Source: an optimization exercise on an open RTL-to-GDS flow (aim: small area, a short achievable clock period and few clock cycles per item). Production flows keep margins and buffers that such runs may drop.
Where RTL was checked, it was by simulation tests only, not by an equivalence proof against the original.
For run 1, only the layout was checked, not whether the RTL still works.

## design/flow/config.mk

```make
export PLATFORM = sky130hd
export DESIGN_NAME = fe_divsqrt
export DESIGN_NICKNAME = fe_divsqrt
export VERILOG_FILES = /design/flow/design.v
export SDC_FILE = /design/flow/constraint.sdc
export NUM_CORES = 4
export LEC_CHECK = 0
export CAP_MARGIN = 20
export CORE_MARGIN = 2
export CORE_UTILIZATION = 40
export PLACE_DENSITY = 0.6
export SETUP_SLACK_MARGIN = 5
export SLEW_MARGIN = 20
```

## design/flow/constraint.sdc

```tcl
create_clock -name core_clock -period 10.5 [get_ports {clk}]
set_input_delay 2.1000 -clock core_clock [delete_from_list [all_inputs] [get_ports {clk}]]
set_output_delay 2.1000 -clock core_clock [all_outputs]
set_load 0.01 [all_outputs]
```

## design/flow/design.v

```verilog
module fe_csa31 (
    input  wire [4:0] x,
    input  wire [4:0] y,
    input  wire [4:0] z,
    output wire [4:0] s,
    output wire [4:0] c
);
    wire [4:0] m = (x & y) | (x & z) | (y & z);
    assign s = x ^ y ^ z;
    assign c = {m[3:0], m[4]};
endmodule
module fe_res31 (
    input  wire [47:0] x,
    input  wire [4:0]  k,
    output wire [4:0]  s,
    output wire [4:0]  c
);
    wire [4:0] o9 = {2'b00, ~x[47], x[46], x[45]};
    wire [4:0] s1, c1, s2, c2, s3, c3, s4, c4, s5, c5;
    wire [4:0] s6, c6, s7, c7, s8, c8, s9, c9;
    fe_csa31 u1 (x[4:0],   x[9:5],   x[14:10], s1, c1);
    fe_csa31 u2 (x[19:15], x[24:20], x[29:25], s2, c2);
    fe_csa31 u3 (x[34:30], x[39:35], x[44:40], s3, c3);
    fe_csa31 u4 (o9,       k,        s1,       s4, c4);
    fe_csa31 u5 (c1,       s2,       c2,       s5, c5);
    fe_csa31 u6 (s3,       c3,       s4,       s6, c6);
    fe_csa31 u7 (c4,       s5,       c5,       s7, c7);
    fe_csa31 u8 (s6,       c6,       s7,       s8, c8);
    fe_csa31 u9 (c7,       s8,       c8,       s9, c9);
    assign s = s9;
    assign c = c9;
endmodule
module fe_divsqrt (
    input  wire        clk,
    input  wire        rst,       
    input  wire        start,
    input  wire        op,        
    input  wire [47:0] a,
    input  wire [47:0] b,
    input  wire [4:0]  ra,
    input  wire [4:0]  rb,
    output wire        ready,
    output reg         done,
    output wire [47:0] y,
    output wire [4:0]  ry,
    output reg         divz,
    output reg         sqneg,
    output reg         sat,
    output reg         rerr
);
    function [4:0] k_sub;
        input [4:0] r;
        begin
            k_sub = (r <= 5'd27) ? (5'd27 - r) : (5'd27 + 5'd31 - r);
        end
    endfunction
    function [4:0] k_add;
        input [4:0] r;
        begin
            k_add = (r <= 5'd2) ? (r + 5'd28) : (r - 5'd3);
        end
    endfunction
    localparam [1:0] S_IDLE = 2'd0, S_PREP = 2'd1, S_RUN = 2'd2, S_FIX = 2'd3;
    reg  [1:0]  st;
    reg  [1:0]  ph;            
    reg         op_r;
    reg         a_neg;
    reg         q_neg;
    reg         cin;
    reg  [4:0]  ka, kb;        
    reg  [4:0]  rs, rc;        
    reg  [6:0]  cnt;           
    reg         lead;          
    reg         ovf;           
    reg         f47;           
    reg         nzlow;         
    reg  [4:0]  acc;           
    reg         ysel_q;        
    reg         ysel_d;        
    reg         ycv;           
    reg         ycv47;         
    reg  [47:0] R, Q, D;
    assign ready = (st == S_IDLE);
    wire   idle  = (st == S_IDLE);
    wire   run   = (st == S_RUN);
    wire [47:0] C = {R[0], Q[47:1]};
    reg  [47:0] below;         
    integer k;
    always @(*) begin
        below[0] = 1'b0;
        for (k = 1; k < 48; k = k + 1)
            below[k] = below[k-1] | C[k-1];
    end
    wire [47:0] negC = C ^ below;
    wire [47:0] X  = {R[46:0], Q[47]};
    wire [48:0] Zs = {1'b0, X} + {1'b0, D} + {48'd0, cin};
    wire        ok = Zs[48];             
    wire [47:0] Z  = Zs[47:0];
    wire [47:0] V = ~D;                  
    reg  [48:0] G;                       
    integer j;
    always @(*) begin
        G[48] = 1'b0;
        for (j = 47; j >= 0; j = j - 1)
            G[j] = G[j+1] | V[j];
    end
    wire [55:0] Xs = {R, Q[47:40]};
    wire        div_skip = ~|(Xs & ~{8'd0, G[48:1]});
    wire        sq_skip  = lead && !R[0] && (Q[47:41] == 7'd0);
    wire        skip     = (cnt >= 7'd9) && !ovf && (op_r ? sq_skip : div_skip);
    wire [6:0]  pos      = cnt - 7'd1;   
    wire        last     = op_r ? (cnt == 7'd2) : (cnt == 7'd1);
    wire        sqf      = op_r || last;    
    wire        hi_ok    = !op_r && ok && (pos >= 7'd48);
    wire        p47_ok   = !op_r && ok && (pos == 7'd47);
    wire [4:0]  ts, tc;
    fe_res31 u_res (.x(ph == 2'd0 ? C : D), .k(ph == 2'd0 ? ka : kb), .s(ts), .c(tc));
    wire        rs0 = (rs == 5'd0) || (rs == 5'd31);
    wire        rc0 = (rc == 5'd0) || (rc == 5'd31);
    wire        rz  = (rc == ~rs) || (rs0 && rc0);
    wire [4:0]  acc2     = {acc[3:0], acc[4]};
    wire [4:0]  acc_n    = (ok && acc2 == 5'd30) ? 5'd0 : acc2 + {4'd0, ok};
    assign y[47]    = ycv47 | (ysel_q & C[47]);
    assign y[46:36] = {11{ycv}} | ({11{ysel_q}} & C[46:36]);
    assign y[35:0]  = {36{ycv}} | ({36{ysel_q}} & C[35:0]) | ({36{ysel_d}} & ~D[37:2]);
    assign ry = acc;
    wire        hold     = op_r && a_neg;   
    wire        end_ovf  = ovf || hi_ok || (p47_ok && !q_neg);
    always @(posedge clk) begin
        rs <= ts;
        rc <= tc;
        if (rst) begin
            st   <= S_IDLE;
            done <= 1'b0;
        end else begin
            done <= 1'b0;
            case (st)
            S_IDLE: begin
                op_r   <= op;
                a_neg  <= a[47];
                q_neg  <= a[47] ^ b[47];
                cin    <= op | ~b[47];
                ka     <= k_sub(ra);
                kb     <= b[47] ? k_sub(rb) : k_add(rb);
                rerr   <= (ra == 5'd31) || (!op && rb == 5'd31);
                divz   <= !op && (b == 48'd0);
                sqneg  <= op && a[47];
                sat    <= 1'b0;
                cnt    <= op ? 7'd72 : 7'd71;
                ph     <= 2'd0;
                lead   <= 1'b1;
                ovf    <= !op && (b == 48'd0);
                f47    <= 1'b0;
                nzlow  <= 1'b0;
                acc    <= 5'd0;
                ysel_q <= !op;
                ysel_d <= op;
                ycv    <= 1'b0;
                ycv47  <= 1'b0;
                if (start)
                    st <= (!op && a[47]) ? S_PREP : S_RUN;
            end
            S_PREP: begin
                ph <= 2'd1;
                st <= S_RUN;
            end
            S_RUN: begin
                if (ph != 2'd3) ph <= ph + 2'd1;
                if (ph == 2'd1 && !rz) rerr <= 1'b1;
                if (ph == 2'd2 && !op_r && !rz) rerr <= 1'b1;
                if (hold) begin
                    if (ph == 2'd1) begin
                        st   <= S_IDLE;
                        done <= 1'b1;
                    end
                end else if (end_ovf && !op_r && ph[1]) begin
                    st     <= S_IDLE;
                    done   <= 1'b1;
                    sat    <= !divz;
                    acc    <= q_neg ? 5'd27 : 5'd3;
                    ysel_q <= 1'b0;
                    ycv    <= !q_neg;
                    ycv47  <= q_neg;
                end else if (skip) begin
                    cnt <= cnt - 7'd8;
                    acc <= {acc[1:0], acc[4:2]};    
                end else begin
                    cnt <= cnt - (op_r ? 7'd2 : 7'd1);
                    acc <= acc_n;
                    if (ok) lead <= 1'b0;
                    if (hi_ok) ovf <= 1'b1;
                    if (p47_ok) f47 <= 1'b1;
                    if (!op_r && ok && pos < 7'd47) nzlow <= 1'b1;
                    if (last) begin
                        if (!op_r && q_neg) begin
                            st <= S_FIX;
                        end else begin
                            st   <= S_IDLE;
                            done <= 1'b1;
                        end
                    end
                end
            end
            S_FIX: begin
                st    <= S_IDLE;
                done  <= 1'b1;
                if (f47 && nzlow) begin
                    sat    <= 1'b1;
                    acc    <= 5'd27;
                    ysel_q <= 1'b0;
                    ycv47  <= 1'b1;
                end else begin
                    acc    <= (acc == 5'd0) ? 5'd0 : ~acc;
                end
            end
            endcase
        end
    end
    wire        take_z = run && ok && !skip;
    wire [47:0] r_z    = sqf ? {Z[46:0], Q[46]} : Z;
    wire [47:0] r_x    = idle ? {47'd0, a[47]} :
                         !run ? {47'd0, negC[47]} :
                         skip ? Xs[47:0] :
                         sqf  ? {X[46:0], Q[46]} : X;
    always @(posedge clk) begin
        R <= take_z ? r_z : r_x;
        if (idle)
            Q <= {a[46:0], 1'b0};
        else if (!run)
            Q <= {negC[46:0], 1'b0};
        else if (skip)
            Q <= {Q[39:0], 8'd0};
        else if (sqf)
            Q <= {Q[45:0], ok & !op_r, 1'b0};
        else
            Q <= {Q[46:0], ok};
        if (idle)
            D <= op ? 48'hFFFF_FFFF_FFFE : (b ^ {48{~b[47]}});
        else if (run && op_r && !a_neg && !skip)
            D <= {D[46:2], ~ok, 2'b10};
    end
endmodule
```

## design/flow/run.sh

```bash
#!/bin/bash
# synth_recipe.tcl (not shown) runs the flow's synth.tcl, then flattens the netlist and writes it again
# the make line also repeats each setting of config.mk as NAME=value (left out here)
make -C /OpenROAD-flow-scripts/flow DESIGN_CONFIG=/design/flow/config.mk WORK_HOME=/design/flow/orfs CLKGATE_MAP_FILE= SYNTH_SCRIPT=/design/flow/synth_recipe.tcl finish
```

==> impl_metrics.yaml, run 1 <==
outcome:
  status: "timing/DRC/antenna clean"
floorplan:
  die_y_um: 212
  coreArea_um2: 42900
  die_area_um2: 45000
  ioPinCount: 169
  initial_core_util_pct: 40.4
  rows: 76
  dieWidth_um: 212
cts:
  htreeDepth: 4
  clock_latency_ns: 0.47
  cts_root_buffer: "clkbuf_16"
  cts_tree: "built"
  clkSlewWorstSetupHoldPaths_ns: 0.07
  clock_path_buffers: 2
  cts.sinks: 196
  cts_buffers: 17
logic_synthesis:
  synthXorXnorAreaFrac_pct: 5.35
  synthTopCellsByArea: "edfxtp_1 15%, dfxtp_1 12%, ha_1 9.1%"
  ys_warn_count: 1
  synth_top_family_by_area: "compound AO/OA/AOI/OAI gates"
  ys_seq_area_share_pct: 27.7
  syn_nets: 2399
  yosys.area.top_type: "edfxtp_1"
  synth_edf_count: 88
  synth_simple_gate_area_share_pct: 14.2
  synthMuxAreaShare_pct: 7.21
  synth_compound_area_share_pct: 23.9
  yosysTopAreaCellShare_pct: 15.2
  synth_area_um2: 17300
  syn_inst: 2117
  synth.ff_latch_count: 196
  synth_area_per_cell_um2: 8.19
  synthAdderAreaFrac_pct: 14.4
  ys_types: 77
  synth_flop_cell: "dfxtp_1"
  synth_most_common_cell: "nand2_1"
  synthArstFlopShare_pct: 0
  ys_top_cells_by_count: "277 x nand2_1, 222 x a21oi_1, 177 x inv_1"
final_layout:
  final_cell_area_um2: 20500
  num-fill-cells: 4158
  syn_to_final_growth_pct: 18.5
  antenna_cells: 0
  nets: 2472
  drive_gt1_share_pct: 6.35
  stdcell_count: 2788
worst_setup_path:
  endpoint_kind: "flop"
  cp_top_family: "adder cells"
  slowest_delay_ns: 0.39
  cp.arrival_ns: 8.60
  critPathBufInv: 1
  cpMaxStageDelayCell: "edfxtp_1"
  crit_fanout: 2
  regToRegSetupSlack_ns: 2.24
  r2r_start: "Q[1]"
  cp.required_ns: 10.84
  worst_r2r_path_depth: 52
  critPathKind: "flop to flop"
  cpMostUsedCell: "ha_4"
  startpoint_type: "flop"
  reg2reg_to: "R[0]"
global_route:
  antenna_found_initial: 0
  grt_pass1_vias: 15900
  grt_usage_pct: 27.5
  grt-ovfl-total: 0
  grt_max_degree: 194
  grt_pass1_wl_um: 94500
placement:
  placed_area_um2: 19900
  place_inst: 2754
  placement.io_buffers: 168
  hpwl_um: 46900
  gp_congestion: 0.949
route:
  drtPass1Iterations: 9
  wire_per_inst_um: 22.2
  drc: 0
  num_vias: 16500
  drtAntennaViolNets: 0
  wl_um: 61800
  via_per_inst: 5.91
  drt_iter0_markers: 1749
timing:
  min_period_over_period_pct: 78.7
  report.final.slew_viol_count: 0
  slew_headroom_pct: 21.8
  fin_crit_ns: 8.26
  finClkSkew_ns: 0.0110
  setup_viol: 0
  rsz0062_at_grt: "true"
  tns_ns: 0
  hold_violations: 0
  worstMarginPinSlew_ns: 1.17
  max_freq_mhz: 121
worst_hold_path:
  hold_path_class: "flop to flop"
  hold_path_depth: 2
  whs_endpoint: "st[1]"
  hp-start: "st[1]"
flow_run:
  maxCapViolCount: 0
## routing by layer
metal / vias to the layer above / wire (um) / global-route usage, %
met5: - / 0 / 0
met4: 0 / 2630 / 12.4
met3: 119 / 4060 / 3.19
met2: 732 / 28600 / 44.3
met1: 7923 / 26600 / 37.1
li1: 7699 / - / -
## layout by cell type, fill, tap and decap left out, types with 35 or more instances in the layout
master	count
mux2i_1	108
ha_1	77
a221o_1	37
xnor2_1	40
xor2_1	66
clkdlybuf4s50_1	167
edfxtp_1	88
nand2_1	276
a21oi_1	221
a21o_1	35
o21ai_0	147
inv_1	176
ha_4	48
a22oi_1	41
nor2_1	106
fa_1	46
o22ai_1	37
dfxtp_1	107
## cells by family after synthesis
group,after synthesis
AO/OA/AOI/OAI,661
AND/OR/NAND/NOR,549
buffers and inverters,310
flip-flops,196
adder cells (fa/ha/maj),172
multiplexers,123
XOR/XNOR,106
## repair_timing
| action | 4_1_cts | 5_1_grt |
|---|---|---|
| setup buffers | 2 | 0 |
| gates resized for setup | 3 | 0 |
| hold buffers | 0 | 0 |
| endpoints found under the setup margin | 18 | 54 |
| endpoints found under the hold margin | 0 | 0 |
## sequential cells by signal, indices dropped and copies added, names as in the netlist, 5 cells and up
register  count
ka            5
rs            5
R            48
acc           5
cnt           7
Q            48
rc            5
D            48
kb            5
## worst register-to-register path: cells and delay by family (launching register included)
family | cells | cell delay [ns]
fa+ha+maj | 46 | 7.16
compound gates | 4 | 0.41
flops | 1 | 0.39
xor+xnor | 1 | 0.11
buf+inv | 1 | 0.07
## cell type report
cell class                      count  area (um2)  area share, %
Multi-Input combinational cell   1611       11900           58.1
Tap cell                          585         732           3.56
Timing Repair Buffer              184        1830           8.91
Inverter                          180         676           3.29
Clock buffer                       19         454           2.21
Clock inverter                     13         118          0.573
Sequential cell                   196        4810           23.4
## how the worst max path moves through the flow
stage,start,end,slack (ns),depth (start not counted)
6_report,Q[1],R[0],2.24,52
5_1_grt,Q[1],R[0],1.99,52
4_1_cts,Q[1],R[0],2.26,52
3_5_place_dp,Q[1],R[0],2.18,52
3_3_place_gp,Q[1],R[0],2.24,52
2_1_floorplan,Q[1],R[0],2.55,52
## metrics by stage
stage                     hold WS, ns  worst slack [ns]  utilization (%)
final                           0.581              2.24             47.9
after global routing            0.608              1.99             47.9
after CTS                       0.582              2.26             47.9
after detailed placement        0.567              2.18             46.5
after global placement          0.546              2.24             46.4
after floorplan                 0.483              2.55                -
==> inputs of run 2 (changes only) <==
--- a/design/flow/design.v
+++ b/design/flow/design.v
@@ -69,6 +69,7 @@
     reg         cin;
     reg  [4:0]  ka, kb;        
     reg  [4:0]  rs, rc;        
+    reg         tsel;          
     reg  [6:0]  cnt;           
     reg         lead;          
     reg         ovf;           
@@ -84,14 +85,16 @@
     wire   idle  = (st == S_IDLE);
     wire   run   = (st == S_RUN);
     wire [47:0] C = {R[0], Q[47:1]};
-    reg  [47:0] below;         
-    integer k;
+    reg  [47:0] pre;
+    integer k, l;
     always @(*) begin
-        below[0] = 1'b0;
-        for (k = 1; k < 48; k = k + 1)
-            below[k] = below[k-1] | C[k-1];
-    end
-    wire [47:0] negC = C ^ below;
+        pre = C;
+        for (l = 0; l < 6; l = l + 1)
+            for (k = 0; k < 48; k = k + 1)
+                if ((k >> l) & 1)
+                    pre[k] = pre[k] | pre[((k >> l) << l) - 1];
+    end
+    wire [47:0] negC = C ^ {pre[46:0], 1'b0};
     wire [47:0] X  = {R[46:0], Q[47]};
     wire [48:0] Zs = {1'b0, X} + {1'b0, D} + {48'd0, cin};
     wire        ok = Zs[48];             
@@ -114,7 +117,7 @@
     wire        hi_ok    = !op_r && ok && (pos >= 7'd48);
     wire        p47_ok   = !op_r && ok && (pos == 7'd47);
     wire [4:0]  ts, tc;
-    fe_res31 u_res (.x(ph == 2'd0 ? C : D), .k(ph == 2'd0 ? ka : kb), .s(ts), .c(tc));
+    fe_res31 u_res (.x(tsel ? C : D), .k(tsel ? ka : kb), .s(ts), .c(tc));
     wire        rs0 = (rs == 5'd0) || (rs == 5'd31);
     wire        rc0 = (rc == 5'd0) || (rc == 5'd31);
     wire        rz  = (rc == ~rs) || (rs0 && rc0);
@@ -127,8 +130,9 @@
     wire        hold     = op_r && a_neg;   
     wire        end_ovf  = ovf || hi_ok || (p47_ok && !q_neg);
     always @(posedge clk) begin
-        rs <= ts;
-        rc <= tc;
+        rs   <= ts;
+        rc   <= tc;
+        tsel <= idle;
         if (rst) begin
             st   <= S_IDLE;
             done <= 1'b0;
==> run 2 against run 1 <==
  * Cell count up 0.65%
  * Die area is 1.1% higher
  * Area after synthesis increased by 1.1%
  * Non-clock buffer count up 8
  * First-iteration DRC count grew 1.9%
  * Flip-flop and latch count increased by 1
  * Critical endpoint is now acc[4]
==> impl_metrics.yaml, run 2 <==
outcome:
  status: "timing/DRC/antenna clean"
final_layout:
  nets: 2449
  regArea_um2: 4830
  fin_util_pct: 46.4
  final_cell_mix: "277 x nand2_1, 272 x a21oi_1, 167 x clkdlybuf4s50_1"
  drive_gt1_share_pct: 5.94
  antenna_cells: 0
  syn_to_final_growth_pct: 14.4
  reg_top3: "D x48, Q x48, R x48"
  mostFrequentLayoutCell: "nand2_1"
  multi_input_area_um2: 11600
  num-fill-cells: 4298
worst_setup_path:
  crit_chain: "inv_1 > fa_1 > inv_1 > fa_1 > a211oi_1 > o21ai_0 > a21o_1 > a41o_1 > a211oi_1 > a2111oi_2 > nor2_2 > inv_1 > ha_1 > ha_1 > nand3_1 > nand2_1 > a21oi_1 > o22ai_1 > and3_1 > o21ai_0"
  cp.required_ns: 10.73
  cp_top_family: "compound AO/OA/AOI/OAI gates"
  endpoint_kind: "flop"
  cpMostUsedCell: "inv_1"
  critPathKind: "flop to flop"
  cpMaxStageDelayCell: "a2111oi_2"
  startpoint_type: "flop"
  slowest_delay_ns: 0.72
  crit_fanout: 9
  critPathBufInv: 3
  cp.arrival_ns: 5.49
cts:
  clock_path_buffers: 2
  cts_buffers: 17
  htreeDepth: 4
  cts_tree: "built"
  cts_root_buffer: "clkbuf_16"
  clock_latency_ns: 0.48
  holdBufCountCts: 0
  clkSlewWorstSetupHoldPaths_ns: 0.08
  cts.sinks: 197
timing:
  hold_violations: 0
  fin_ws_ns: 5.24
  setup_viol: 0
  report.final.slew_viol_count: 0
  min_period_over_period_pct: 50.1
  fin_crit_ns: 5.26
  max_freq_mhz: 190
  worstMarginPinSlew_ns: 1.13
  finClkSkew_ns: 0.0169
  hold_ws_ns: 0.600
  rsz0062_at_grt: "false"
  tns_ns: 0
  slew_headroom_pct: 24.7
logic_synthesis:
  yosysTopAreaCellShare_pct: 15.1
  synth_top_family_by_area: "compound AO/OA/AOI/OAI gates"
  synth_simple_gate_area_share_pct: 16.3
  yosys.area.top_type: "edfxtp_1"
  synth_compound_area_share_pct: 24.7
  synth_area_per_cell_um2: 8.08
  synth_most_common_cell: "nand2_1"
  synth_flop_cell: "dfxtp_1"
  syn_inst: 2168
  ys_top_cells_by_count: "279 x nand2_1, 274 x a21oi_1, 134 x inv_1"
  synthTopCellsByArea: "edfxtp_1 15%, dfxtp_1 12%, a21oi_1 7.8%"
  syn_nets: 2409
  synth_edf_count: 88
  synthXorXnorAreaFrac_pct: 6.90
  synth_area_um2: 17500
  synthAdderAreaFrac_pct: 11.3
  ys_warn_count: 1
  ys_seq_area_share_pct: 27.5
  synthArstFlopShare_pct: 0
  synth.ff_latch_count: 197
  ys_types: 84
  synthMuxAreaShare_pct: 6.35
worst_hold_path:
  hold_path_class: "flop to flop"
global_route:
  grt_max_degree: 93
  grt_pass1_vias: 15600
  antenna_found_initial: 0
  grt_util_met3_pct: 3.75
  grt.busiest_layer: "met2"
  grtUsageMet2_pct: 43.9
  grt-ovfl-total: 0
  grt_pass1_wl_um: 95000
  grt_usage_pct: 27.6
  grt_use_met1_pct: 38.4
floorplan:
  initial_core_util_pct: 40.6
  dieWidth_um: 213
  rows: 76
  die_area_um2: 45500
  coreArea_um2: 43200
  ioPinCount: 169
  die_y_um: 213
route:
  drtPass1Iterations: 6
  drc: 0
  drt_iter0_markers: 1783
  wire_per_inst_um: 22.6
  num_vias: 16800
  drtAntennaViolNets: 0
  via_per_inst: 5.97
  wl_um: 63400
placement:
  hpwl_um: 46400
  placement.io_buffers: 168
  gp_congestion: 0.962
  pre_cts_ws_ns: 4.96
flow_run:
  maxCapViolCount: 0
==> run 2: cell count changes in the layout (fill, tap and decap cells not counted), moves of 15 or more <==
cell,delta
a21oi_1,+51
ha_4,-48
inv_1,-43
mux2_2,+19
mux2i_1,-38
nor2_1,+15
nor3_1,+22
o21ai_0,-46
o21ai_1,-19
xnor2_1,+16
xor2_1,+16
==> run 2: timing repair <==
item / 4_1_cts / 5_1_grt
endpoints found under the setup margin: 44 / 2
resized for setup: 2 / 1
buffers inserted: 0 / 0
endpoints found under the hold margin: 0 / 0
==> run 2: layout make-up <==
class                   instances  share of cell area [%]
flip-flops and latches        197                    24.1
repair buffers                192                    9.26
clock buffers                  18                    2.14
clock inverters                14                   0.662
inverters                     135                    2.53
multi-input cells            1665                    57.7
well taps                     585                    3.65
==> run 2: cells by family (layout without fill, tap and decap cells) <==
| logic type | after synthesis | count (layout) |
|---|---|---|
| flops | 197 | 197 |
| compound gates | 684 | 684 |
| mux | 106 | 106 |
| simple gates | 606 | 606 |
| fa+ha+maj | 131 | 131 |
| buf+inv | 306 | 359 |
| xor+xnor | 138 | 138 |
==> run 2: worst paths after layout <==
check,from,endpoint,slack (ns),cells after the start
worst max-delay path,Q[47],acc[4],5.24,20
worst min-delay path,divz,sat,0.60,1
worst max register to register,Q[47],acc[4],5.24,20
worst min register to register,divz,sat,0.60,1
==> run 2: layer usage <==
metal | share of wire (%) | up-vias
met1 | 44 | 8068
met2 | 46 | 736
met4 | 2.8 | 0
met5 | 0 | -
li1 | - | 7853
met3 | 7.2 | 96
==> run 2: per-stage QoR <==
stage | instance area, um2 | instances
2_1_floorplan | 17500 | 2168
3_3_place_gp | 19500 | 2774
4_1_cts | 20000 | 2806
3_5_place_dp | 19500 | 2774
6_report | 20000 | 2806
5_1_grt | 20000 | 2806
Testbench counts of run 2, summed over its fixed seeds: cycles 95,016, items 3,200.
==> inputs of run 3 (changes only) <==
==> design/flow/flow/run.sh (new file) <==
#!/bin/bash
set -euo pipefail
bash standard.sh SETUP_SLACK_MARGIN=8 finish > flow_make.log 2>&1
==> design/flow/standard.sh (new file) <==
#!/bin/bash
# synth_recipe.tcl (not shown) runs the flow's synth.tcl, then flattens the netlist and writes it again
# the make line also repeats each setting of config.mk as NAME=value (left out here)
make -C /OpenROAD-flow-scripts/flow DESIGN_CONFIG=/design/flow/config.mk WORK_HOME=/design/flow/orfs CLKGATE_MAP_FILE= SYNTH_SCRIPT=/design/flow/synth_recipe.tcl "${@:-finish}"
removed: design/flow/run.sh
==> run 3 against run 2 <==
  * Now fails the layout checks on max-capacitance violations, max-slew violations
  * Fmax rose by 33%
  * Flip-flop and latch count did not move
  * Count of clock-buffer cells in the layout rose by 3
  * Critical path depth fell by 16
  * Cell count rose by 8.3%
  * Largest cell class unchanged
  * Global-route usage rose by 6.5 points
  * Non-clock buffer count rose by 222
==> impl_metrics.yaml, run 3 <==
route:
  wl_um: 81200
  wire_per_inst_um: 26.7
  via_per_inst: 6.38
  drc: 0
  drt_iter0_markers: 2339
  drtAntennaViolNets: 0
  num_vias: 19400
  drtPass1Iterations: 8
placement:
  pre_cts_ws_ns: 5.63
  place_inst: 2768
  gp_congestion: 0.970
  placement.io_buffers: 168
  hpwl_um: 47700
worst_setup_path:
  cpMaxStageDelayCell: "edfxtp_1"
  cp.required_ns: 8.40
  cp.arrival_ns: 1.85
  endpoint_kind: "primary output"
  slowest_delay_ns: 0.45
  critPathKind: "flop to primary output"
  crit_chain: "buf_8 > buf_16 > a221o_1 > buf_2"
  startpoint_type: "flop"
  crit_fanout: 6
logic_synthesis:
  syn_nets: 2409
  synth.ff_latch_count: 197
  ys_seq_area_share_pct: 27.5
  yosysTopAreaCellShare_pct: 15.1
  ys_warn_count: 1
  synth_most_common_cell: "nand2_1"
  synth_area_per_cell_um2: 8.08
  synth_edf_count: 88
  synth_area_um2: 17500
  synth_flop_cell: "dfxtp_1"
  ys_types: 84
  yosys.area.top_type: "edfxtp_1"
  syn_inst: 2168
  ys_top_cells_by_count: "279 x nand2_1, 274 x a21oi_1, 134 x inv_1"
  synthTopCellsByArea: "edfxtp_1 15%, dfxtp_1 12%, a21oi_1 7.8%"
  synthArstFlopShare_pct: 0
timing:
  slew_headroom_pct: -16.6
  finClkSkew_ns: 0.0107
  setup_viol: 0
  tns_ns: 0
  fin_ws_ns: 6.55
  min_period_over_period_pct: 37.6
  max_freq_mhz: 253
  report.final.slew_viol_count: 14
  worstMarginPinSlew_ns: 1.75
  hold_violations: 0
  fin_crit_ns: 3.95
  rsz0062_at_grt: "true"
floorplan:
  rows: 76
  dieWidth_um: 213
  ioPinCount: 169
  coreArea_um2: 43200
  die_area_um2: 45500
  die_y_um: 213
  initial_core_util_pct: 40.6
cts:
  holdBufCountCts: 0
  cts_buffers: 17
  cts.sinks: 197
  clock_path_buffers: 2
  clock_latency_ns: 0.48
  htreeDepth: 4
  clkSlewWorstSetupHoldPaths_ns: 0.08
  cts_root_buffer: "clkbuf_16"
  cts_tree: "built"
final_layout:
  num-fill-cells: 3603
  stdcell_count: 3039
  final_cell_mix: "259 x nand2_1, 211 x a21oi_1, 122 x buf_4"
  drive_gt1_share_pct: 34.1
  antenna_cells: 0
  reg_top3: "D x48, Q x48, R x48"
  mostFrequentLayoutCell: "nand2_1"
  nets: 2682
  syn_to_final_growth_pct: 45.7
global_route:
  antenna_found_initial: 0
  grt-ovfl-total: 0
  grt_pass1_wl_um: 115000
  grt_usage_pct: 34.1
  grt_max_degree: 91
  grt_pass1_vias: 18400
outcome:
  status: "complete, but fails checks"
  so.violations: "max-capacitance violations, max-slew violations"
flow_run:
  maxCapViolCount: 1
worst_hold_path:
  hold_path_class: "flop to flop"
-- run 3: kinds of logic after synthesis --
logic type                 after synthesis  share of synthesized area (%)
adders and majority gates              131                           11.3
AOI/OAI and AO/OA                      684                           24.7
muxes                                  106                           6.35
xor gates and xnor gates               138                           6.90
DFF                                    197                           27.5
and+or+nand+nor                        606                           16.3
buffers and inverters                  306                           6.90
-- run 3: metal layers --
layer	part of all wire (%)	track usage, %
met5	0	0
met4	7.7	20.9
met3	11	6.99
met2	45	53.8
met1	37	43.0
-- run 3: worst paths after layout --
path           from      to  slack (ns)  depth (start not counted)
max          ysel_q   y[29]        6.55                          4
min reg2reg   st[0]   st[0]        0.65                          3
max reg2reg     cin  acc[4]        6.60                         22
min           st[0]   st[0]        0.65                          3
-- run 3: layout make-up --
| type | instances | area (um2) | area share, % |
|---|---|---|---|
| clock inverter | 11 | 149 | 0.583 |
| inverter | 135 | 567 | 2.22 |
| clock buffer | 21 | 460 | 1.80 |
| sequential | 197 | 4850 | 19.0 |
| tap | 585 | 732 | 2.87 |
| multi-input combinational | 1676 | 14000 | 55.0 |
| timing repair buffer | 414 | 4740 | 18.6 |
-- run 3: per-stage QoR --
stage / instance area, um2 / hold slack (ns) / utilization, %
after floorplan: 18700 / 0.526 / -
after global placement: 20100 / 0.569 / 46.5
after detailed placement: 20100 / 0.592 / 46.5
after CTS: 24100 / 0.631 / 55.7
after global routing: 25500 / 0.658 / 59.1
final: 25500 / 0.650 / 59.1
-- run 3: repair_timing --
item	CTS	global route
cloned	40	16
setup endpoints to repair	332	306
endpoints found under the hold margin	0	0
pin swaps	172	125
gates resized for setup	840	187
setup buffers	143	40
-- run 3: critical path, delay by kind of cell (launching register included) --
family / cells / cell delay (ns)
DFF: 1 / 0.45
buffers and inverters: 3 / 0.52
AOI/OAI and AO/OA: 1 / 0.40
==> inputs of run 4 (changes only) <==
==> design/flow/flow/run.sh (replaced) <==
#!/bin/bash
set -euo pipefail
bash standard.sh SETUP_SLACK_MARGIN=7 finish > flow_make.log 2>&1
==> run 4 against run 3 <==
  * Worst hold slack worse by 0.096 ns
  * Utilization is 5.9 points lower
  * Worst setup slack worse by 0.043 ns
  * Global-route usage is 2.3 points lower
  * Routed wire length shrank 6.8%
  * Critical endpoint is now y[35]
  * Cell count shrank 3.8%
  * Fmax is 1.1% lower
  * The run now finishes clean
==> impl_metrics.yaml, run 4 <==
timing:
  rsz0062_at_grt: "true"
  min_period_over_period_pct: 38.0
  tns_ns: 0
  report.final.slew_viol_count: 0
  fin_crit_ns: 3.99
  slew_headroom_pct: 23.7
  fin_ws_ns: 6.51
  worstMarginPinSlew_ns: 1.13
  hold_violations: 0
  finClkSkew_ns: 0.0189
  setup_viol: 0
  max_freq_mhz: 250
global_route:
  grt_use_met1_pct: 43.0
  antenna_found_initial: 1
  grt_pass1_vias: 17100
  grt_max_degree: 97
  grt-ovfl-total: 0
  grt_util_met3_pct: 5.21
  grt_usage_pct: 31.8
  grtUsageMet2_pct: 49.5
  grt.busiest_layer: "met2"
  grt_pass1_wl_um: 108000
final_layout:
  stdcell_count: 2924
  regArea_um2: 4870
  syn_to_final_growth_pct: 31.1
  final_cell_area_um2: 23000
  num-fill-cells: 3988
  reg_top3: "D x48, Q x48, R x48"
  multi_input_area_um2: 12900
  mostFrequentLayoutCell: "nand2_1"
  nets: 2566
  final_cell_mix: "270 x nand2_1, 266 x a21oi_1, 117 x inv_1"
  drive_gt1_share_pct: 21.0
worst_setup_path:
  cp.required_ns: 8.40
  crit_fanout: 6
  critPathBufInv: 3
  critPathKind: "flop to primary output"
  slowest_delay_ns: 0.46
  cp_top_family: "buffers and inverters"
  cpMaxStageDelayCell: "edfxtp_1"
  crit_chain: "buf_6 > clkbuf_16 > a221o_1 > buf_2"
  cp.arrival_ns: 1.89
  startpoint_type: "flop"
  endpoint_kind: "primary output"
placement:
  place_inst: 2772
  placement.io_buffers: 168
  gp_congestion: 0.977
  hpwl_um: 50400
  placed_area_um2: 19500
  pre_cts_ws_ns: 5.62
floorplan:
  ioPinCount: 169
  dieWidth_um: 213
  die_y_um: 213
  initial_core_util_pct: 40.6
  die_area_um2: 45500
  rows: 76
  coreArea_um2: 43200
worst_hold_path:
  hold_path_class: "flop to flop"
route:
  via_per_inst: 6.25
  num_vias: 18300
  drtPass1Iterations: 5
  drtAntennaViolNets: 0
  drc: 0
  wl_um: 75700
  wire_per_inst_um: 25.9
  drt_iter0_markers: 2304
cts:
  cts_tree: "built"
  cts.sinks: 197
  clock_path_buffers: 2
  cts_root_buffer: "clkbuf_16"
  clkSlewWorstSetupHoldPaths_ns: 0.08
  cts_buffers: 17
  clock_latency_ns: 0.49
  htreeDepth: 4
logic_synthesis:
  ys_seq_area_share_pct: 27.5
  synth_area_um2: 17500
  ys_top_cells_by_count: "279 x nand2_1, 274 x a21oi_1, 134 x inv_1"
  syn_inst: 2168
  ys_warn_count: 1
  synthArstFlopShare_pct: 0
  ys_types: 84
  synth_most_common_cell: "nand2_1"
  synthTopCellsByArea: "edfxtp_1 15%, dfxtp_1 12%, a21oi_1 7.8%"
  synth.ff_latch_count: 197
  yosys.area.top_type: "edfxtp_1"
  syn_nets: 2409
  yosysTopAreaCellShare_pct: 15.1
  synth_area_per_cell_um2: 8.08
  synth_flop_cell: "dfxtp_1"
  synth_edf_count: 88
flow_run:
  maxCapViolCount: 0
outcome:
  status: "timing/DRC/antenna clean"
==> run 4: routing by layer <==
metal | vias up | part of all wire (%)
met5 | - | 0
met4 | 0 | 5.4
met3 | 212 | 11
met2 | 1160 | 45
met1 | 8795 | 39
li1 | 8118 | -
==> run 4: layout make-up <==
| type | count | area share [%] |
|---|---|---|
| Multi-Input combinational cell | 1674 | 56.2 |
| Sequential cell | 197 | 21.2 |
| Timing Repair Buffer | 300 | 14.6 |
| Tap cell | 585 | 3.19 |
| Inverter | 135 | 2.24 |
| Clock buffer | 20 | 2.08 |
| Clock inverter | 12 | 0.495 |
| Antenna cell | 1 | 0.0109 |
==> run 4: worst min-delay path, cell delays in order, from the launching register on <==
cell and delay (ns):
dfxtp_2 0.34, inv_2 0.10, a2111oi_2 0.08
==> run 4: worst paths after layout <==
path	cells after the start	to	start	slack [ns]
max	4	y[35]	ysel_q	6.51
min	2	st[0]	st[0]	0.55
max reg2reg	21	acc[4]	D[0]	6.64
min reg2reg	2	st[0]	st[0]	0.55
==> run 4: cell families (layout without fill, tap and decap cells) <==
logic type	after synthesis	after routing	synth area share [%]
buffers and inverters	306	467	6.90
xor gates and xnor gates	138	138	6.90
AOI/OAI and AO/OA	684	684	24.7
and+or+nand+nor	606	615	16.3
muxes	106	106	6.35
other	0	1	0
DFF	197	197	27.5
adders and majority gates	131	131	11.3
==> run 4: through the flow <==
step           hold WS (ns)  util (%)
3_5_place_dp          0.609      45.2
5_1_grt               0.579      53.2
6_report              0.554      53.2
2_1_floorplan         0.541         -
4_1_cts               0.554      49.8
3_3_place_gp          0.580      45.2
==> run 4: timing repair <==
action,CTS,global route
gates cloned,17,13
pin swaps,52,107
endpoints found under the setup margin,282,240
resized for setup,275,220
setup buffers,36,52
hold buffers,0,0
==> inputs of run 5 (changes only) <==
--- a/design/flow/design.v
+++ b/design/flow/design.v
@@ -80,7 +80,8 @@
     reg         ysel_d;        
     reg         ycv;           
     reg         ycv47;         
-    reg  [47:0] R, Q, D;
+    reg  [46:0] R;             
+    reg  [47:0] Q, D;
     assign ready = (st == S_IDLE);
     wire   idle  = (st == S_IDLE);
     wire   run   = (st == S_RUN);
@@ -107,7 +108,7 @@
         for (j = 47; j >= 0; j = j - 1)
             G[j] = G[j+1] | V[j];
     end
-    wire [55:0] Xs = {R, Q[47:40]};
+    wire [55:0] Xs = {1'b0, R, Q[47:40]};
     wire        div_skip = ~|(Xs & ~{8'd0, G[48:1]});
     wire        sq_skip  = lead && !R[0] && (Q[47:41] == 7'd0);
     wire        skip     = (cnt >= 7'd9) && !ovf && (op_r ? sq_skip : div_skip);
@@ -122,7 +123,8 @@
     wire        rc0 = (rc == 5'd0) || (rc == 5'd31);
     wire        rz  = (rc == ~rs) || (rs0 && rc0);
     wire [4:0]  acc2     = {acc[3:0], acc[4]};
-    wire [4:0]  acc_n    = (ok && acc2 == 5'd30) ? 5'd0 : acc2 + {4'd0, ok};
+    wire [4:0]  acc2p    = (acc2 == 5'd30) ? 5'd0 : acc2 + 5'd1;
+    wire [4:0]  acc_n    = ok ? acc2p : acc2;
     assign y[47]    = ycv47 | (ysel_q & C[47]);
     assign y[46:36] = {11{ycv}} | ({11{ysel_q}} & C[46:36]);
     assign y[35:0]  = {36{ycv}} | ({36{ysel_q}} & C[35:0]) | ({36{ysel_d}} & ~D[37:2]);
@@ -221,11 +223,11 @@
         end
     end
     wire        take_z = run && ok && !skip;
-    wire [47:0] r_z    = sqf ? {Z[46:0], Q[46]} : Z;
-    wire [47:0] r_x    = idle ? {47'd0, a[47]} :
-                         !run ? {47'd0, negC[47]} :
-                         skip ? Xs[47:0] :
-                         sqf  ? {X[46:0], Q[46]} : X;
+    wire [46:0] r_z    = sqf ? {Z[45:0], Q[46]} : Z[46:0];
+    wire [46:0] r_x    = idle ? {46'd0, a[47]} :
+                         !run ? {46'd0, negC[47]} :
+                         skip ? Xs[46:0] :
+                         sqf  ? {X[45:0], Q[46]} : X[46:0];
     always @(posedge clk) begin
         R <= take_z ? r_z : r_x;
         if (idle)
==> run 5 against run 4 <==
  * Count of clock-buffer cells in the layout up 2
  * Flip-flop and latch count down 1
  * Sequential share of layout area up 0.21 points
  * Worst hold slack better by 0.043 ns
  * Cell count down 4.3%
  * Synthesized cell count down 4.2%
  * Still clean on timing, DRC and antenna
  * Critical path type unchanged
==> impl_metrics.yaml, run 5 <==
placement:
  gp_congestion: 0.983
  pre_cts_ws_ns: 5.84
  placement.io_buffers: 168
  hpwl_um: 48900
worst_setup_path:
  cp-startpoint: "ysel_d"
  startpoint_type: "flop"
  reg2reg_to: "ycv"
  endpoint_kind: "primary output"
  cp.required_ns: 8.40
  crit_fanout: 13
  regToRegSetupSlack_ns: 6.70
  r2r_start: "Q[47]"
  worst_r2r_path_depth: 16
  critPathKind: "flop to primary output"
  setup.worst_path.end: "y[31]"
  cp.arrival_ns: 1.78
global_route:
  antenna_found_initial: 0
  grt_pass1_vias: 16800
  grt_pass1_wl_um: 107000
  grt-ovfl-total: 0
  grt_max_degree: 100
  grt_usage_pct: 32.1
route:
  drtAntennaViolNets: 0
  wl_um: 75600
  num_vias: 17800
  drt_iter0_markers: 2243
  wire_per_inst_um: 27.0
  drtPass1Iterations: 6
  drc: 0
  via_per_inst: 6.36
cts:
  cts_buffers: 17
  clkSlewWorstSetupHoldPaths_ns: 0.07
  cts.sinks: 196
  cts_root_buffer: "clkbuf_16"
  cts_tree: "built"
  htreeDepth: 4
  clock_latency_ns: 0.46
  clock_path_buffers: 2
timing:
  tns_ns: 0
  setup_viol: 0
  fin_ws_ns: 6.62
  hold_violations: 0
  fin_crit_ns: 3.88
  min_period_over_period_pct: 37.0
  slew_headroom_pct: 33.0
  rsz0062_at_grt: "true"
  report.final.slew_viol_count: 0
  finClkSkew_ns: 0.0122
  worstMarginPinSlew_ns: 1.00
  max_freq_mhz: 258
logic_synthesis:
  synthTopCellsByArea: "edfxtp_1 15%, dfxtp_1 13%, ha_1 6.2%"
  ys_warn_count: 1
  yosys.area.top_type: "edfxtp_1"
  synth_flop_cell: "dfxtp_1"
  synth_simple_gate_area_share_pct: 16.4
  synth_edf_count: 88
  synthXorXnorAreaFrac_pct: 6.70
  ys_types: 89
  synth_area_per_cell_um2: 8.24
  synth_area_um2: 17100
  synth_top_family_by_area: "compound AO/OA/AOI/OAI gates"
  yosysTopAreaCellShare_pct: 15.4
  synthAdderAreaFrac_pct: 11.6
  syn_nets: 2319
  ys_seq_area_share_pct: 28.1
  synth_compound_area_share_pct: 24.3
  synthArstFlopShare_pct: 0
  synth.ff_latch_count: 196
  syn_inst: 2078
  synth_most_common_cell: "nand2_1"
  synthMuxAreaShare_pct: 6.27
  ys_top_cells_by_count: "251 x nand2_1, 155 x o21ai_0, 131 x clkbuf_1"
floorplan:
  coreArea_um2: 42100
  die_area_um2: 44500
  die_y_um: 211
  ioPinCount: 169
  dieWidth_um: 211
  rows: 75
  initial_core_util_pct: 40.6
final_layout:
  num-fill-cells: 3830
  nets: 2488
  syn_to_final_growth_pct: 32.0
  final_cell_mix: "241 x nand2_1, 124 x o21ai_0, 117 x nor2_1"
  multi_input_area_um2: 12500
  antenna_cells: 0
  drive_gt1_share_pct: 22.5
  mostFrequentLayoutCell: "nand2_1"
  reg_top3: "D x48, Q x48, R x47"
  regArea_um2: 4840
outcome:
  status: "timing/DRC/antenna clean"
flow_run:
  maxCapViolCount: 0
worst_hold_path:
  hold_path_class: "flop to flop"
run 5: cell types whose count changed after synthesis, moves of 13 or more:
| cell | delta |
|---|---|
| a21o_1 | -14 |
| a21oi_1 | -164 |
| buf_2 | -17 |
| mux2_2 | +16 |
| mux2i_1 | -19 |
| nand2_1 | -28 |
| nand3_1 | +66 |
| o211ai_1 | +40 |
| o21ai_0 | +54 |
| xnor2_1 | -13 |
run 5: timing repair:
item                       4_1_cts  5_1_grt
buffers inserted                57       31
hold buffers                     0        0
pin swaps                       95      104
setup endpoints to repair      263      218
gates cloned                    22       18
resized for setup              437      144
run 5: worst max-delay path, cell delays in order (launching register included):
cell and delay, ns:
edfxtp_1 0.40, buf_8 0.18, buf_12 0.15, a221o_1 0.40, buf_2 0.18
run 5: worst min-delay path by stage:
stage	start	to	slack [ns]	depth (start not counted)
after floorplan	st[0]	st[0]	0.51	2
final	divz	sat	0.60	1
after detailed placement	st[0]	st[0]	0.55	2
after global placement	st[0]	st[0]	0.54	2
after CTS	divz	sat	0.60	1
after global routing	divz	sat	0.64	1
run 5: per-layer routing:
| metal | share of wire (%) | track usage [%] | up-vias |
|---|---|---|---|
| met1 | 40 | 43.7 | 8622 |
| met2 | 43 | 49.2 | 1101 |
| met3 | 11 | 6.24 | 186 |
| met4 | 6.0 | 15.0 | 0 |
| met5 | 0 | 0 | - |
| li1 | - | - | 7882 |
run 5: logic make-up (layout without fill, tap and decap cells):
family	count (synthesis)	after routing
muxes	101	101
buffers and inverters	295	474
adders and majority gates	131	131
and+or+nand+nor	611	614
AOI/OAI and AO/OA	613	613
xor gates and xnor gates	131	131
DFF	196	196
run 5: final cells by class:
cell class	count	area share, %
tap	539	2.98
sequential	196	21.4
timing repair buffer	311	15.6
clock inverter	10	0.587
inverter	131	2.23
multi-input combinational	1590	55.2
clock buffer	22	2.01
run 5: per-stage QoR:
stage                     instance area [um2]  util (%)  std cells  hold WS (ns)
final                                   22600      53.6       2799         0.597
after global routing                    22600      53.6       2799         0.639
after CTS                               21300      50.7       2750         0.603
after detailed placement                19100      45.2       2639         0.550
after global placement                  19100      45.2       2639         0.537
after floorplan                         17200         -       2078         0.509
Testbench counts of run 5, summed over its fixed seeds: cycles 95,016, items 3,200.
==> inputs of run 6 (changes only) <==
==> design/flow/flow/run.sh (replaced) <==
#!/bin/bash
set -euo pipefail
bash standard.sh SETUP_SLACK_MARGIN=7.5 finish > flow_make.log 2>&1
==> run 6 against run 5 <==
  * Critical endpoint is now y[21]
  * Via count grew 8.5%
  * Worst hold slack gained 0.054 ns
  * Routed wire length increased by 12%
  * Highest routed layer is now met5
  * Register-to-register slack got worse by 0.05 ns
  * Cell count increased by 5.8%
==> impl_metrics.yaml, run 6 <==
logic_synthesis:
  ys_top_cells_by_count: "251 x nand2_1, 155 x o21ai_0, 131 x clkbuf_1"
  ys_types: 89
  synth_flop_cell: "dfxtp_1"
  synth_most_common_cell: "nand2_1"
  syn_inst: 2078
  synthTopCellsByArea: "edfxtp_1 15%, dfxtp_1 13%, ha_1 6.2%"
  yosys.area.top_type: "edfxtp_1"
  synth_area_per_cell_um2: 8.24
  synth_area_um2: 17100
  yosysTopAreaCellShare_pct: 15.4
  synth.ff_latch_count: 196
  synthArstFlopShare_pct: 0
  ys_seq_area_share_pct: 28.1
  ys_warn_count: 1
  syn_nets: 2319
  synth_edf_count: 88
final_layout:
  mostFrequentLayoutCell: "nand2_1"
  reg_top3: "D x48, Q x48, R x47"
  nets: 2649
  final_cell_area_um2: 25500
  num-fill-cells: 3408
  regArea_um2: 4850
  final_cell_mix: "232 x nand2_1, 139 x buf_4, 107 x nor2_1"
  antenna_cells: 0
  multi_input_area_um2: 13500
  syn_to_final_growth_pct: 49.0
  drive_gt1_share_pct: 34.0
worst_setup_path:
  cpMaxStageDelayCell: "edfxtp_1"
  cp_top_family: "buffers and inverters"
  regToRegSetupSlack_ns: 6.65
  r2r_start: "D[0]"
  worst_r2r_path_depth: 18
  crit_fanout: 10
  startpoint_type: "flop"
  slowest_delay_ns: 0.41
  cp.required_ns: 8.40
  reg2reg_to: "R[35]"
  critPathBufInv: 4
  endpoint_kind: "primary output"
  cp.arrival_ns: 1.90
  critPathKind: "flop to primary output"
  crit_chain: "buf_6 > buf_12 > buf_16 > a221o_1 > buf_2"
placement:
  gp_congestion: 0.996
  placed_area_um2: 19500
  hpwl_um: 48900
  placement.io_buffers: 168
route:
  drtPass1Iterations: 6
  drt_iter0_markers: 2717
  wl_um: 84600
  num_vias: 19300
  drc: 0
  drtAntennaViolNets: 0
  via_per_inst: 6.52
  wire_per_inst_um: 28.6
timing:
  finClkSkew_ns: 0.0272
  fin_crit_ns: 4.00
  setup_viol: 0
  hold_violations: 0
  max_freq_mhz: 250
  rsz0062_at_grt: "true"
  min_period_over_period_pct: 38.1
  tns_ns: 0
  worstMarginPinSlew_ns: 1.03
  report.final.slew_viol_count: 0
  slew_headroom_pct: 31.3
outcome:
  status: "timing/DRC/antenna clean"
global_route:
  grt_pass1_vias: 18200
  grt_usage_pct: 35.8
  grt_pass1_wl_um: 118000
  grt_max_degree: 85
  grt-ovfl-total: 0
  antenna_found_initial: 1
cts:
  cts.sinks: 196
  cts_buffers: 17
  clock_path_buffers: 2
  cts_tree: "built"
  htreeDepth: 4
  clkSlewWorstSetupHoldPaths_ns: 0.08
  cts_root_buffer: "clkbuf_16"
  clock_latency_ns: 0.49
flow_run:
  maxCapViolCount: 0
worst_hold_path:
  whs_endpoint: "st[1]"
  hold_path_class: "flop to flop"
  hp-start: "st[1]"
  hold_path_depth: 3
floorplan:
  die_y_um: 211
  dieWidth_um: 211
  initial_core_util_pct: 40.6
  coreArea_um2: 42100
  rows: 75
  ioPinCount: 169
  die_area_um2: 44500
-- run 6: cell types whose count changed in the layout (fill, tap and decap cells not counted), moves of 28 or more --
cell	change
mux2_4	+28
o21ai_0	-37
clkdlybuf4s50_1	-51
buf_6	+60
mux2_2	-28
buf_4	+72
-- run 6: timing repair --
action,in CTS,in global routing
hold buffers,0,0
setup buffers,142,88
endpoints found under the hold margin,0,0
endpoints found under the setup margin,325,249
resized for setup,676,302
gates cloned,48,8
pin swaps,99,106
-- run 6: worst reg2reg max path: stages (launching register included) --
cell      delay (ns)
edfxtp_1        0.39
inv_2           0.09
fa_2            0.23
inv_2           0.04
fa_2            0.38
a211oi_4        0.31
o21ai_4         0.11
a31oi_4         0.25
o32ai_4         0.17
nor4_4          0.18
buf_6           0.16
buf_12          0.10
o22ai_4         0.07
a31o_4          0.31
buf_12          0.15
a211o_4         0.42
a211oi_2        0.22
a21oi_1         0.07
o31ai_1         0.08
-- run 6: kinds of logic (layout without fill, tap and decap cells) --
logic type	count (synthesis)	after routing	synth area share [%]
mux	101	101	6.27
fa+ha+maj	131	131	11.6
simple gates	611	612	16.4
buf+inv	295	630	6.67
flops	196	196	28.1
compound gates	613	620	24.3
xor+xnor	131	131	6.70
-- run 6: layout make-up --
cell class,count,area share [%]
Multi-Input combinational cell,1595,52.8
Timing Repair Buffer,467,21.0
Sequential cell,196,19.0
Tap cell,539,2.64
Clock buffer,25,2.20
Inverter,131,2.13
Clock inverter,7,0.211
-- run 6: how the worst max path moves through the flow --
stage,start,to,cells after the start
finish,ysel_q,y[21],5
global route,ysel_q,y[21],5
CTS,ysel_q,y[25],5
detailed placement,cnt[4],R[35],11
global placement,Q[47],R[45],15
floorplan,D[46],D[0],10
-- run 6: per-layer routing --
| layer | wire (um) | vias to the layer above | global-route usage [%] |
|---|---|---|---|
| met5 | 13 | - | 0 |
| met1 | 31000 | 9229 | 46.5 |
| met4 | 6770 | 2 | 22.8 |
| li1 | - | 8236 | - |
| met2 | 35500 | 1471 | 53.2 |
| met3 | 11400 | 364 | 8.91 |
-- run 6: stage by stage --
step / util [%] / hold WS [ns] / setup WS (ns) / instances
final: 60.5 / 0.651 / 6.50 / 2960
after global placement: 46.2 / 0.532 / 6.12 / 2642
after CTS: 56.2 / 0.616 / 6.43 / 2864
after detailed placement: 46.2 / 0.548 / 6.05 / 2642
after global routing: 60.5 / 0.664 / 6.49 / 2960
after floorplan: - / 0.509 / 6.95 / 2078
==> inputs of run 7 (changes only) <==
==> design/flow/flow/run.sh (replaced) <==
#!/bin/bash
set -euo pipefail
bash standard.sh SETUP_SLACK_MARGIN=6.5 finish > flow_make.log 2>&1
==> run 7 against run 6 <==
  * Via count shrank 13%
  * Critical path depth shrank 2
  * Global-route usage shrank 7.7 points
  * Largest cell class unchanged
  * Highest routed layer is now met4
==> impl_metrics.yaml, run 7 <==
placement:
  place_inst: 2642
  pre_cts_ws_ns: 5.60
  placement.io_buffers: 168
  hpwl_um: 45900
  gp_congestion: 0.959
cts:
  cts_buffers: 17
  cts.sinks: 196
  clock_latency_ns: 0.47
  clkSlewWorstSetupHoldPaths_ns: 0.08
  clock_path_buffers: 2
  htreeDepth: 4
  cts_tree: "built"
  holdBufCountCts: 0
  cts_root_buffer: "clkbuf_16"
route:
  drt_iter0_markers: 1762
  wire_per_inst_um: 24.0
  wl_um: 64700
  drtPass1Iterations: 6
  num_vias: 16800
  drtAntennaViolNets: 0
  drc: 0
  via_per_inst: 6.22
timing:
  fin_crit_ns: 4.13
  finClkSkew_ns: 0.0117
  slew_headroom_pct: 26.0
  setup_viol: 0
  hold_violations: 0
  min_period_over_period_pct: 39.3
  tns_ns: 0
  report.final.slew_viol_count: 0
  max_freq_mhz: 242
  worstMarginPinSlew_ns: 1.11
  rsz0062_at_grt: "true"
  fin_ws_ns: 6.37
  hold_ws_ns: 0.560
floorplan:
  initial_core_util_pct: 40.6
  ioPinCount: 169
  die_y_um: 211
  rows: 75
  dieWidth_um: 211
  coreArea_um2: 42100
  die_area_um2: 44500
logic_synthesis:
  synthTopCellsByArea: "edfxtp_1 15%, dfxtp_1 13%, ha_1 6.2%"
  synth_most_common_cell: "nand2_1"
  synthArstFlopShare_pct: 0
  syn_nets: 2319
  synth_simple_gate_area_share_pct: 16.4
  ys_seq_area_share_pct: 28.1
  synth.ff_latch_count: 196
  synth_flop_cell: "dfxtp_1"
  synth_top_family_by_area: "compound AO/OA/AOI/OAI gates"
  synthXorXnorAreaFrac_pct: 6.70
  yosys.area.top_type: "edfxtp_1"
  synth_area_um2: 17100
  ys_top_cells_by_count: "251 x nand2_1, 155 x o21ai_0, 131 x clkbuf_1"
  synth_compound_area_share_pct: 24.3
  synthAdderAreaFrac_pct: 11.6
  ys_types: 89
  syn_inst: 2078
  synthMuxAreaShare_pct: 6.27
  synth_edf_count: 88
  ys_warn_count: 1
  synth_area_per_cell_um2: 8.24
  yosysTopAreaCellShare_pct: 15.4
final_layout:
  antenna_cells: 0
  stdcell_count: 2699
  reg_top3: "D x48, Q x48, R x47"
  mostFrequentLayoutCell: "nand2_1"
  multi_input_area_um2: 11500
  regArea_um2: 4810
  num-fill-cells: 4063
  syn_to_final_growth_pct: 18.7
  drive_gt1_share_pct: 9.58
  final_cell_mix: "249 x nand2_1, 153 x o21ai_0, 130 x clkdlybuf4s50_1"
  fin_util_pct: 48.2
  nets: 2388
worst_setup_path:
  startpoint_type: "flop"
  slowest_delay_ns: 0.51
  crit_chain: "buf_12 > a221o_1 > clkdlybuf4s50_1"
  crit_fanout: 24
  cp.arrival_ns: 2.03
  cpMaxStageDelayCell: "clkdlybuf4s50_1"
  critPathKind: "flop to primary output"
  cp.required_ns: 8.40
  worst_r2r_path_depth: 16
  endpoint_kind: "primary output"
worst_hold_path:
  hold_path_class: "flop to flop"
  hold_path_depth: 2
global_route:
  grt_max_degree: 91
  grt_usage_pct: 28.1
  antenna_found_initial: 0
  grt_pass1_vias: 15700
  grt-ovfl-total: 0
  grt_pass1_wl_um: 95800
flow_run:
  maxCapViolCount: 0
outcome:
  status: "timing/DRC/antenna clean"
[run 7: cell count changes in the layout (fill, tap and decap cells not counted), moves of 24 or more]
cell | before | now
mux2_4 | 29 | 0
dfxtp_1 | 78 | 103
mux2_2 | 21 | 50
o22ai_1 | 8 | 33
o21ai_1 | 42 | 4
clkdlybuf4s50_1 | 50 | 130
buf_4 | 139 | 30
dlymetal6s2s_1 | 1 | 25
buf_6 | 85 | 2
buf_2 | 50 | 1
buf_16 | 32 | 0
o21ai_0 | 87 | 153
[run 7: final timing paths]
kind / start / end / slack, ns
worst max-delay path: ysel_q / y[31] / 6.37
worst min-delay path: st[0] / st[0] / 0.56
worst max register to register: cin / cnt[2] / 6.59
worst min register to register: st[0] / st[0] / 0.56
[run 7: kinds of logic after synthesis]
| group | after synthesis |
|---|---|
| compound gates | 613 |
| simple gates | 611 |
| buf+inv | 295 |
| flops | 196 |
| xor+xnor | 131 |
| fa+ha+maj | 131 |
| mux | 101 |
[run 7: per-layer routing]
metal  global-route usage [%]  part of all wire (%)  routed length [um]  vias up
met4                     11.0                   4.0                2600        0
li1                         -                     -                   -     7664
met1                     39.6                    42               27400     8177
met3                     3.70                   8.2                5270      112
met5                        0                     0                   0        -
met2                     43.9                    45               29400      845
[run 7: layout make-up]
class | instances | share of cell area, %
Clock buffer | 18 | 2.16
Inverter | 131 | 2.44
Sequential cell | 196 | 23.7
Multi-Input combinational cell | 1588 | 56.5
Timing Repair Buffer | 213 | 11.0
Tap cell | 539 | 3.32
Clock inverter | 14 | 0.856
[run 7: through the flow]
| step | area, um2 |
|---|---|
| 2_1_floorplan | 17100 |
| 3_3_place_gp | 19000 |
| 3_5_place_dp | 19000 |
| 4_1_cts | 19900 |
| 5_1_grt | 20300 |
| 6_report | 20300 |
[run 7: critical path, delay by kind of cell, from the launching register on]
| family | cells | cell delay [ns] |
|---|---|---|
| AOI/OAI and AO/OA | 1 | 0.41 |
| buffers and inverters | 2 | 0.71 |
| DFF | 1 | 0.44 |
[run 7: what timing repair did]
| item | CTS | global route |
|---|---|---|
| setup endpoints to repair | 218 | 187 |
| gates resized for setup | 49 | 67 |
| setup buffers | 7 | 13 |
| cloned | 1 | 4 |
| pin swaps | 11 | 12 |
==> inputs of run 8 (changes only) <==
--- a/design/flow/design.v
+++ b/design/flow/design.v
@@ -130,7 +130,7 @@
     assign y[35:0]  = {36{ycv}} | ({36{ysel_q}} & C[35:0]) | ({36{ysel_d}} & ~D[37:2]);
     assign ry = acc;
     wire        hold     = op_r && a_neg;   
-    wire        end_ovf  = ovf || hi_ok || (p47_ok && !q_neg);
+    wire        end_ovf  = ovf || (f47 && !q_neg);    
     always @(posedge clk) begin
         rs   <= ts;
         rc   <= tc;
--- a/design/flow/config.mk
+++ b/design/flow/config.mk
@@ -5,6 +5,7 @@
 export SDC_FILE = /design/flow/constraint.sdc
 export NUM_CORES = 4
 export LEC_CHECK = 0
+export ABC_AREA = 1
 export CAP_MARGIN = 20
 export CORE_MARGIN = 2
 export CORE_UTILIZATION = 40
==> run 8 against run 7 <==
  * Final area up 7.8%
  * Fmax up 1.0%
  * Sequential share of layout area decreased by 1.7 points
  * Cell count up 26%
  * Flip-flop and latch count unchanged
  * Area after synthesis increased by 4.4%
  * Via count rose by 16%
  * First-iteration DRC count grew 36%
  * Routed wire length grew 13%
  * Register-to-register slack got worse by 0.18 ns
  * Largest cell class unchanged
==> impl_metrics.yaml, run 8 <==
outcome:
  status: "timing/DRC/antenna clean"
cts:
  clock_path_buffers: 2
  htreeDepth: 4
  cts.sinks: 196
  holdBufCountCts: 0
  cts_buffers: 17
route:
  wire_per_inst_um: 21.5
  wl_um: 72900
  drt_iter0_markers: 2399
logic_synthesis:
  ys_types: 59
  syn_inst: 2647
  ys_warn_count: 1
  synth_flop_cell: "dfxtp_1"
  ys_seq_area_share_pct: 26.9
  synth_area_per_cell_um2: 6.75
  synth.ff_latch_count: 196
  synthTopCellsByArea: "edfxtp_1 15%, nand2_1 13%, dfxtp_1 12%"
  yosys.area.top_type: "edfxtp_1"
  synth_edf_count: 88
  yosysTopAreaCellShare_pct: 14.8
  ys_top_cells_by_count: "615 x nand2_1, 358 x inv_1, 325 x o21ai_0"
  synth_most_common_cell: "nand2_1"
timing:
  fin_ws_ns: 6.41
  tns_ns: 0
  finClkSkew_ns: 0.0129
  worstMarginPinSlew_ns: 1.19
  rsz0062_at_grt: "true"
  hold_violations: 0
  max_freq_mhz: 245
  slew_headroom_pct: 20.4
  report.final.slew_viol_count: 0
  fin_crit_ns: 4.09
global_route:
  grt-ovfl-total: 0
  antenna_found_initial: 0
  grt_usage_pct: 29.8
  grt_pass1_wl_um: 106000
  grt_pass1_vias: 18000
final_layout:
  fin_util_pct: 49.6
  final_cell_mix: "609 x nand2_1, 350 x inv_1, 321 x o21ai_0"
  syn_to_final_growth_pct: 22.6
  num-fill-cells: 4503
  regArea_um2: 4810
  nets: 3032
  antenna_cells: 0
  final_cell_area_um2: 21900
placement:
  hpwl_um: 51200
  gp_congestion: 0.942
  pre_cts_ws_ns: 5.16
floorplan:
  die_area_um2: 46400
  coreArea_um2: 44100
  dieWidth_um: 215
  initial_core_util_pct: 40.5
  rows: 77
worst_setup_path:
  cp.required_ns: 10.70
  regToRegSetupSlack_ns: 6.41
  reg2reg_to: "D[40]"
  endpoint_kind: "flop"
  cp.arrival_ns: 4.29
  critPathKind: "flop to flop"
  worst_r2r_path_depth: 24
flow_run:
  maxCapViolCount: 0
worst_hold_path:
  hold_path_depth: 3
  whs_endpoint: "Q[15]"
  hold_path_class: "flop to flop"
-- run 8: worst max-delay path by stage --
stage	to	cells past startpoint	from
after global routing	D[16]	24	D[47]
after global placement	R[40]	24	Q[47]
after detailed placement	R[38]	24	Q[47]
after CTS	R[5]	24	Q[47]
after floorplan	D[0]	24	D[47]
final	D[40]	24	D[47]
-- run 8: routing by layer --
metal | global-route usage (%) | part of all wire (%)
met5 | 0 | 0
met4 | 14.5 | 4.9
met3 | 3.91 | 7.7
met2 | 48.7 | 46
met1 | 39.0 | 41
-- run 8: layout make-up --
cell class              instances  share of cell area, %
clock buffers                  17                   1.94
flip-flops and latches        196                   22.0
well taps                     592                   3.38
repair buffers                253                   12.1
inverters                     367                   6.42
clock inverters                15                  0.811
multi-input cells            1955                   53.3
-- run 8: cells by family (layout without fill, tap and decap cells) --
| kind of cell | count (synthesis) | in the layout | synth area share [%] |
|---|---|---|---|
| AO/OA/AOI/OAI | 657 | 657 | 20.8 |
| multiplexers | 6 | 6 | 0.371 |
| AND/OR/NAND/NOR | 1079 | 1081 | 26.0 |
| buffers and inverters | 498 | 652 | 10.9 |
| adder cells (fa/ha/maj) | 132 | 132 | 11.2 |
| XOR/XNOR | 79 | 79 | 3.87 |
| flip-flops | 196 | 196 | 26.9 |
-- run 8: critical path, cell delays in order (launching register included) --
cell and delay [ns]:
edfxtp_1 0.45, nand2_2 0.12, nor2_4 0.14, nand4_4 0.12, nor2_4 0.16, nand4_4 0.11
nor2_4 0.18, nand4_4 0.12, nor2_4 0.18, nand4_4 0.10, nor2_4 0.20, nand4_4 0.12
nor2_4 0.18, nand4_4 0.12, nor2_4 0.16, nand3_2 0.07, nand2_1 0.10, nor2_2 0.05
nand2_4 0.13, nand2_8 0.08, nand2_8 0.12, nand2_8 0.06, o31ai_4 0.30, buf_6 0.22
clkbuf_16 0.19
-- run 8: through the flow --
stage / hold slack [ns] / instances
5_1_grt: 0.607 / 3395
4_1_cts: 0.580 / 3345
3_3_place_gp: 0.546 / 3295
3_5_place_dp: 0.560 / 3295
6_report: 0.584 / 3395
2_1_floorplan: 0.510 / 2647
-- run 8: repair_timing --
item,in CTS,in global routing
pin swaps,3,28
setup buffers,13,37
resized for setup,102,116
endpoints found under the setup margin,185,189
cloned,5,12
Testbench counts of run 8, summed over its fixed seeds: cycles 95,212, items 3,200.

[static timing again, ports no longer ideal]
The results above use ideal ports. As a check the final layouts listed here were re-extracted and re-timed, cells and wires unchanged.
Step 1 (the two cells are an assumption about what drives the block):
set clk [get_ports {clk}]
set_driving_cell -lib_cell sky130_fd_sc_hd__clkbuf_16 $clk
set_driving_cell -lib_cell sky130_fd_sc_hd__buf_2 [delete_from_list [all_inputs] $clk]
Step 2 times the ports against the registers' clock, not the clock port: input delays grow and output delays shrink by t, the midpoint of the rising clock arrivals with the driver on.
Slacks: ideal ports / drivers / drivers and shift; pairs: ideal ports / drivers.
run	t (ns)	setup WS [ns]	worst hold slack (ns)	latest minus earliest clock arrival (ns)	cell pins on the clock port's net
run 1	0.520	2.239 / 2.239 / 2.239	0.581 / 0.581 / 0.581	0.011 / 0.011	1
run 2	0.532	5.241 / 5.241 / 5.241	0.600 / 0.600 / 0.600	0.017 / 0.017	1
run 3	0.532	6.548 / 6.489 / 6.598	0.650 / 0.650 / 0.650	0.011 / 0.011	1
run 4	0.532	6.506 / 6.450 / 6.425	0.554 / 0.554 / 0.554	0.019 / 0.019	1
run 5	0.513	6.620 / 6.564 / 6.529	0.597 / 0.597 / 0.597	0.012 / 0.012	1
run 6	0.534	6.499 / 6.441 / 6.649	0.651 / 0.651 / 0.651	0.028 / 0.027	1
run 7	0.525	6.370 / 6.309 / 6.097	0.560 / 0.560 / 0.560	0.012 / 0.012	1
run 8	0.534	6.412 / 6.360 / 6.233	0.584 / 0.584 / 0.584	0.012 / 0.013	1
For run 7, which loses most, drivers alone change the setup slack by -0.061 ns; drivers and shift together by -0.273 ns.
